Source: an optimization exercise on an open RTL-to-GDS flow (aim: small area, a short achievable clock period and few clock cycles per item). Production flows keep margins and buffers that such runs may drop. Only simulation tests tie the RTL to the original design; equivalence was not proved.

[flow/config.mk]
export PLATFORM = sky130hd
export DESIGN_NAME = anch_acc
export DESIGN_NICKNAME = anch_acc
export VERILOG_FILES = /design/flow/design.v
export SDC_FILE = /design/flow/constraint.sdc
export NUM_CORES = 4
export LEC_CHECK = 0
export CAP_MARGIN = 20
export CORE_MARGIN = 2
export CORE_UTILIZATION = 40
export PLACE_DENSITY = 0.6
export SLEW_MARGIN = 20
[flow/constraint.sdc]
create_clock -name core_clock -period 20.0 [get_ports {clk}]
set_input_delay 4.0000 -clock core_clock [delete_from_list [all_inputs] [get_ports {clk}]]
set_output_delay 4.0000 -clock core_clock [all_outputs]
set_load 0.01 [all_outputs]
[flow/design.v]
module anch_term (
    input  wire [31:0]        t,
    input  wire signed [15:0] anchor,
    output wire [159:0]       q,
    output wire               ovf,
    output wire               nan,
    output wire               pinf,
    output wire               ninf
);
    wire        st   = t[31];
    wire [7:0]  et   = t[30:23];
    wire [22:0] ft   = t[22:0];
    wire [23:0] m    = {et != 8'd0, ft};
    assign nan  = (et == 8'hFF) && (ft != 23'd0);
    assign pinf = (et == 8'hFF) && (ft == 23'd0) && !st;
    assign ninf = (et == 8'hFF) && (ft == 23'd0) && st;
    wire signed [19:0] sh  = $signed({12'd0, (et == 8'd0) ? 8'd1 : et}) - 20'sd50
                             - {{4{anchor[15]}}, anchor};
    wire signed [19:0] pos = sh + 20'sd26;
    wire        too_small  = pos < 0;
    wire        too_big    = pos > 20'sd162;
    wire [185:0] w   = {162'd0, m} << pos[7:0];
    wire [159:0] ip  = w[185:26];
    wire         rb  = w[25];
    wire         sb  = w[24:0] != 25'd0;
    wire [159:0] mag = too_small ? 160'd0 : ip + {159'd0, rb & (sb | ip[0])};
    wire special = (et == 8'hFF);
    assign ovf = !special && (m != 24'd0) && (too_big || (mag[159:127] != 33'd0));
    assign q   = (special || ovf) ? 160'd0 : (st ? (~mag + 160'd1) : mag);
endmodule
module anch_final (
    input  wire [159:0]       acc,
    input  wire signed [15:0] anchor,
    input  wire               f_nan,
    input  wire               f_pinf,
    input  wire               f_ninf,
    input  wire               f_ovf,
    output reg  [127:0]       image,
    output reg  [31:0]        fp32,
    output wire [3:0]         flags    
);
    wire neg      = acc[159];
    wire above    = !neg && (acc[158:127] != 32'd0);
    wire below    = neg && ((acc[158:127] != {32{1'b1}}) ||
                            (acc[126:0] < 127'd3));
    wire ovf      = f_ovf || above || below;
    wire is_nan   = f_nan || ovf || (f_pinf && f_ninf);
    assign flags = {ovf, f_ninf, f_pinf, f_nan};
    wire [159:0] absv = neg ? (~acc + 160'd1) : acc;
    wire [127:0] mag  = absv[127:0];
    reg [6:0] p;
    integer i;
    always @(*) begin
        p = 7'd0;
        for (i = 0; i < 128; i = i + 1)
            if (mag[i]) p = i[6:0];
    end
    wire signed [19:0] e_an  = {{4{anchor[15]}}, anchor};
    wire signed [19:0] ev    = $signed({13'd0, p}) + e_an - 20'sd100;
    wire signed [19:0] eeff  = (ev > -20'sd126) ? ev : -20'sd126;
    wire signed [19:0] s     = eeff - 20'sd23 - e_an + 20'sd100;    
    wire signed [19:0] sp    = s + 20'sd23;                         
    wire        gone   = sp > 20'sd153;
    wire [152:0] z     = {mag, 25'd0} >> sp[7:0];
    wire [25:0]  n     = gone ? 26'd0 : z[27:2];
    wire         rb    = gone ? 1'b0 : z[1];
    wire signed [19:0] sk = s - 20'sd1;           
    wire [127:0] smask = (sk <= 0) ? 128'd0 :
                         (sk >= 128) ? {128{1'b1}} :
                         ((128'd1 << sk[6:0]) - 128'd1);
    wire         sb    = (mag & smask) != 128'd0;
    wire [25:0]  nn    = n + {25'd0, rb & (sb | n[0])};
    wire signed [47:0] code = ($signed({{28{eeff[19]}}, eeff}) + 48'sd126) * 48'sd8388608
                              + $signed({22'd0, nn});
    wire         oflow = code >= 48'sd2139095040;     
    always @(*) begin
        if (is_nan) begin
            image = {1'b1, 127'd0};
            fp32  = 32'h7FC00000;
        end else if (f_pinf) begin
            image = {1'b1, 126'd0, 1'b1};
            fp32  = 32'h7F800000;
        end else if (f_ninf) begin
            image = {1'b1, 125'd0, 2'b10};
            fp32  = 32'hFF800000;
        end else begin
            image = acc[127:0];
            if (mag == 128'd0)
                fp32 = 32'd0;
            else if (oflow)
                fp32 = {neg, 31'h7F800000};
            else
                fp32 = {neg, code[30:0]};
        end
    end
endmodule
module anch_acc (
    input  wire         clk,
    input  wire         rst,
    input  wire         in_valid,
    output wire         in_ready,
    input  wire [31:0]  in_term,
    input  wire         in_first,      
    input  wire         in_last,       
    input  wire [15:0]  in_anchor,     
    output wire         out_valid,
    input  wire         out_ready,
    output wire [127:0] out_image,
    output wire [31:0]  out_fp32,
    output wire [3:0]   out_flags
);
    localparam [1:0] S_ACC = 2'd0, S_FIN = 2'd1, S_OUT = 2'd2;
    reg  [1:0]   state;
    reg  [159:0] acc;
    reg  [15:0]  anchor_r;
    reg          f_nan, f_pinf, f_ninf, f_ovf;
    reg  [127:0] image_r;
    reg  [31:0]  fp32_r;
    reg  [3:0]   flags_r;
    wire accept = in_valid && in_ready;
    wire [15:0] anchor = in_first ? in_anchor : anchor_r;
    wire [159:0] q;
    wire t_ovf, t_nan, t_pinf, t_ninf;
    anch_term u_term (
        .t(in_term), .anchor(anchor), .q(q),
        .ovf(t_ovf), .nan(t_nan), .pinf(t_pinf), .ninf(t_ninf)
    );
    wire [159:0] base = in_first ? 160'd0 : acc;
    always @(posedge clk) begin
        if (accept) begin
            acc      <= base + q;
            anchor_r <= anchor;
            f_nan    <= (in_first ? 1'b0 : f_nan)  | t_nan;
            f_pinf   <= (in_first ? 1'b0 : f_pinf) | t_pinf;
            f_ninf   <= (in_first ? 1'b0 : f_ninf) | t_ninf;
            f_ovf    <= (in_first ? 1'b0 : f_ovf)  | t_ovf;
        end
    end
    wire [127:0] image;
    wire [31:0]  fp32;
    wire [3:0]   flags;
    anch_final u_final (
        .acc(acc), .anchor(anchor_r),
        .f_nan(f_nan), .f_pinf(f_pinf), .f_ninf(f_ninf), .f_ovf(f_ovf),
        .image(image), .fp32(fp32), .flags(flags)
    );
    always @(posedge clk) begin
        if (rst) begin
            state <= S_ACC;
        end else begin
            case (state)
                S_ACC: if (accept && in_last) state <= S_FIN;
                S_FIN: state <= S_OUT;
                S_OUT: if (out_ready) state <= S_ACC;
                default: state <= S_ACC;
            endcase
        end
    end
    always @(posedge clk) begin
        if (state == S_FIN) begin
            image_r <= image;
            fp32_r  <= fp32;
            flags_r <= flags;
        end
    end
    assign in_ready  = (state == S_ACC);
    assign out_valid = (state == S_OUT);
    assign out_image = image_r;
    assign out_fp32  = fp32_r;
    assign out_flags = flags_r;
endmodule
[flow/run.sh]
#!/bin/bash
# synth_recipe.tcl (not shown) runs the flow's synth.tcl, then flattens the netlist and writes it again
# the make line also repeats each setting of config.mk as NAME=value (left out here)
make -C /OpenROAD-flow-scripts/flow DESIGN_CONFIG=/design/flow/config.mk WORK_HOME=/design/flow/orfs CLKGATE_MAP_FILE= SYNTH_SCRIPT=/design/flow/synth_recipe.tcl finish
==> results.toml <==
[route]
drc = 0
post_drt_wl_per_cell_um = 31.5
vias = 67500
first_pass_iters = 8
ant_nets = 0
drt_wl_total_um = 322000
drt_iter0_markers = 8825
routed_via_density = 6.61

[clock_tree]
ctsHoldBuffers = 0
cts_sinks = 346
clk-insertion-delay-late_ns = 0.69
clkSlewWorstSetupHoldPaths_ns = 0.06
cts_tree = "yes"
ctsLongestPathBuffers = 3
cts_root_buf = "clkbuf_16"
cts_made_buffers = 46
htree_levels = 2

[timing]
setup_violations = 0
timing.setup.tns_ns = 0
worst_pin_slew_ns = 1.28
fmax_mhz = 52.5
max_slew_margin_pct = 13.9
rsz0062_at_grt = "false"
drv_slew = 0
finClkSkew_ns = 0.0756
setup_ws_ns = 0.962
period_share_pct = 95.2
hold_viol = 0
fin_crit_ns = 19.04

[logic_synthesis]
synth-edff-count = 344
synth_ff_type = "edfxtp_1"
synth_fp_nets = 7869
ys_ff_latch = 346
netlist_instances = 7558
synth_warnings = 2
avgSynthCellArea_um2 = 7.35
ys_seq_area_share_pct = 18.7
netlist_area_mm2 = 0.0555
synth_cell_types = 118
async_flop_share_pct = 0

[min_path]
hold_end = "flags_r[0]$_DFFE_PN_"
hold_path.class = "reg2reg"
hold_depth = 0
hold_path.startpoint = "f_nan$_DFFE_PP_"

[run]
cap_violations = 0

[setup_path]
cp_slowest_cell = "xor2_1"
startpoint_type = "flip-flop"
end_kind = "flip-flop"
cp_slowest_stage_delay_ns = 0.57
critical_path_peak_fanout = 10
cp-startpoint = "acc[5]$_DFFE_PP_"
arrival_ns = 19.51
r2r_slack_ns = 0.96
crit_path_frequent_cell = "buf_4"
worstRegToRegCells = 82
required_ns = 20.47
r2r-end = "fp32_r[0]$_SDFFCE_PP0N_"
reg2reg_from = "acc[5]$_DFFE_PP_"
path_class = "reg2reg"

[placed_design]
portBuffers = 219
preCtsSetupSlack_ns = 0.732
hpwl_um = 262000
place_congestion = 1.19

[floorplan]
core_area_mm2 = 0.138
die_x_um = 377
die-area_mm2 = 0.142
dieHeight_um = 377
fp-row-count = 136
ioPinCount = 220
start_util_pct = 40.3

[outcome]
status = "complete, no violations"

[global_route]
overflow = 0
grt_pass1_wl_um = 453000
grt_pass1_vias = 63500
track_usage_pct = 43.6
antenna_found_initial = 28
grt_max_degree = 125

[layout]
drive_gt1_share_pct = 16.7
fin_nets = 8675
final_cell_mix = "buf_4, nor2_1, nand2_1"
mostFrequentLayoutCell = "buf_4"
multiInputGateArea_mm2 = 0.0429
n_fill_cell = 13800
syn2layout_area_growth_pct = 22.2
seq_area_mm2 = 0.0104
## synth_stat cells, types with 18 or more instances
| cell type | instances | area share, % |
|---|---|---|
| nor3_1 | 234 | 2.1 |
| nand3_1 | 217 | 2.0 |
| a31o_2 | 18 | 0.28 |
| and4_1 | 18 | 0.28 |
| buf_2 | 29 | 0.26 |
| buf_1 | 44 | 0.30 |
| xor2_1 | 224 | 3.5 |
| a32oi_1 | 28 | 0.44 |
| a22oi_1 | 39 | 0.53 |
| or2_2 | 54 | 0.61 |
| o22ai_1 | 105 | 1.2 |
| mux2_2 | 77 | 1.6 |
| xnor2_1 | 381 | 6.0 |
| edfxtp_1 | 344 | 19 |
| o41ai_1 | 37 | 0.58 |
| a21o_1 | 175 | 2.4 |
| inv_1 | 188 | 1.3 |
| ha_1 | 252 | 5.7 |
| o21bai_1 | 44 | 0.59 |
| nand2b_1 | 86 | 0.97 |
| a21boi_0 | 22 | 0.30 |
| o31ai_1 | 83 | 1.1 |
| a221oi_1 | 32 | 0.50 |
| and2_1 | 169 | 1.9 |
| a31oi_1 | 119 | 1.3 |
| o221ai_1 | 31 | 0.49 |
| nor2_1 | 842 | 5.7 |
| a211o_1 | 23 | 0.36 |
| mux4_2 | 51 | 2.1 |
| a2111oi_0 | 23 | 0.36 |
| clkbuf_1 | 369 | 2.5 |
| nor4_1 | 85 | 0.96 |
| o211ai_1 | 77 | 1.0 |
| nor2b_1 | 205 | 2.3 |
| nand4_1 | 101 | 1.1 |
| nand2_1 | 820 | 5.5 |
| mux2i_1 | 185 | 3.3 |
| a211oi_1 | 84 | 1.1 |
| or3_1 | 79 | 0.89 |
| o21ai_0 | 442 | 4.0 |
| and3_1 | 50 | 0.56 |
| o2111ai_1 | 35 | 0.55 |
| o21a_1 | 57 | 0.77 |
| a21oi_1 | 587 | 5.3 |
| or4_1 | 37 | 0.50 |
## how the worst max path moves through the flow
stage / end / cells past startpoint
4_1_cts: fp32_r[22]$_SDFFCE_PP1N_ / 81
3_5_place_dp: acc[159]$_DFFE_PP_ / 58
2_1_floorplan: fp32_r[0]$_SDFFCE_PP0N_ / 82
5_1_grt: fp32_r[0]$_SDFFCE_PP0N_ / 79
3_3_place_gp: acc[159]$_DFFE_PP_ / 54
6_report: fp32_r[0]$_SDFFCE_PP0N_ / 82
## cell families after synthesis
group | after synthesis | share of synthesized area (%)
and+or+nand+nor | 3090 | 27.0
DFF | 346 | 18.7
buffers and inverters | 658 | 4.78
adders and majority gates | 257 | 5.86
xor gates and xnor gates | 607 | 9.63
muxes | 314 | 7.01
AOI/OAI and AO/OA | 2286 | 27.0
## stage by stage
stage	utilization [%]	instances	hold slack [ns]	area, um2
6_report	49.3	10200	0.454	67900
5_1_grt	49.3	10200	0.473	67800
4_1_cts	49.1	10200	0.453	67600
3_5_place_dp	48.0	10100	0.439	66100
3_3_place_gp	48.0	10100	0.440	66100
2_1_floorplan	-	7558	0.426	55500
## layout make-up
cell class / instances / share of cell area, %
Tap cell: 1794 / 3.31
Clock inverter: 30 / 0.470
Inverter: 191 / 1.06
Multi-Input combinational cell: 6554 / 63.2
Timing Repair Buffer: 1225 / 14.8
Sequential cell: 346 / 15.3
Antenna cell: 11 / 0.0406
Clock buffer: 55 / 1.78
## sequential cells by signal, summed over array words and instances, names as in the netlist
| register | cells |
|---|---|
| acc | 160 |
| anchor_r | 16 |
| f_nan | 1 |
| f_ninf | 1 |
| f_ovf | 1 |
| f_pinf | 1 |
| flags_r | 4 |
| fp32_r | 32 |
| image_r | 128 |
| state | 2 |
## routing by layer
layer | routed length (um) | part of all wire [%] | global-route usage (%) | vias to the layer above
met5 | 146 | 0.045 | 0 | -
met4 | 29500 | 9.2 | 32.9 | 22
met3 | 32300 | 10 | 9.76 | 1135
met2 | 138000 | 43 | 67.3 | 4337
met1 | 121000 | 38 | 52.7 | 32200
li1 | - | - | - | 29800
## timing repair
item                       4_1_cts  5_1_grt
setup endpoints to repair        0       31
gates resized for setup          0       23
buffers inserted                 0        6
## worst max-delay path, delay by kind of cell, from the launching register on
kind / cells / cell delay [ns]
buf+inv: 11 / 2.01
simple gates: 28 / 6.50
fa+ha+maj: 5 / 1.18
xor+xnor: 4 / 1.30
flops: 1 / 0.51
compound gates: 34 / 7.28
Testbench counts, summed over its fixed seeds: cycles 25,418, terms 24,000.

## separate check: timing with driven ports
No port has a modelled driver above. Below, the same layout with a new extraction and two added sets of constraints.
Step 1: set_driving_cell puts a clkbuf_16 on clk and a buf_2 on each other input, an assumption about the parent block.
Step 2 adds t to the input delays and takes it off the output delays; t is the mean of the earliest and latest rising clock arrival at the registers after step 1. Input paths then give back, and output paths get back, about the clock's delay inside the block.
Three values: ideal, step 1, step 2; two values: the first two.
t (ns): 0.734
setup WS [ns]: 0.962 / 0.962 / 0.368
slew at the worst register clock pin (ns): 0.07 / 0.07
worst data-port slew with drivers (ns): 0.05
After both steps setup and hold are still met in this run. The setup slack of this run moves by 0.000 ns with the drivers and by -0.594 ns with both steps.
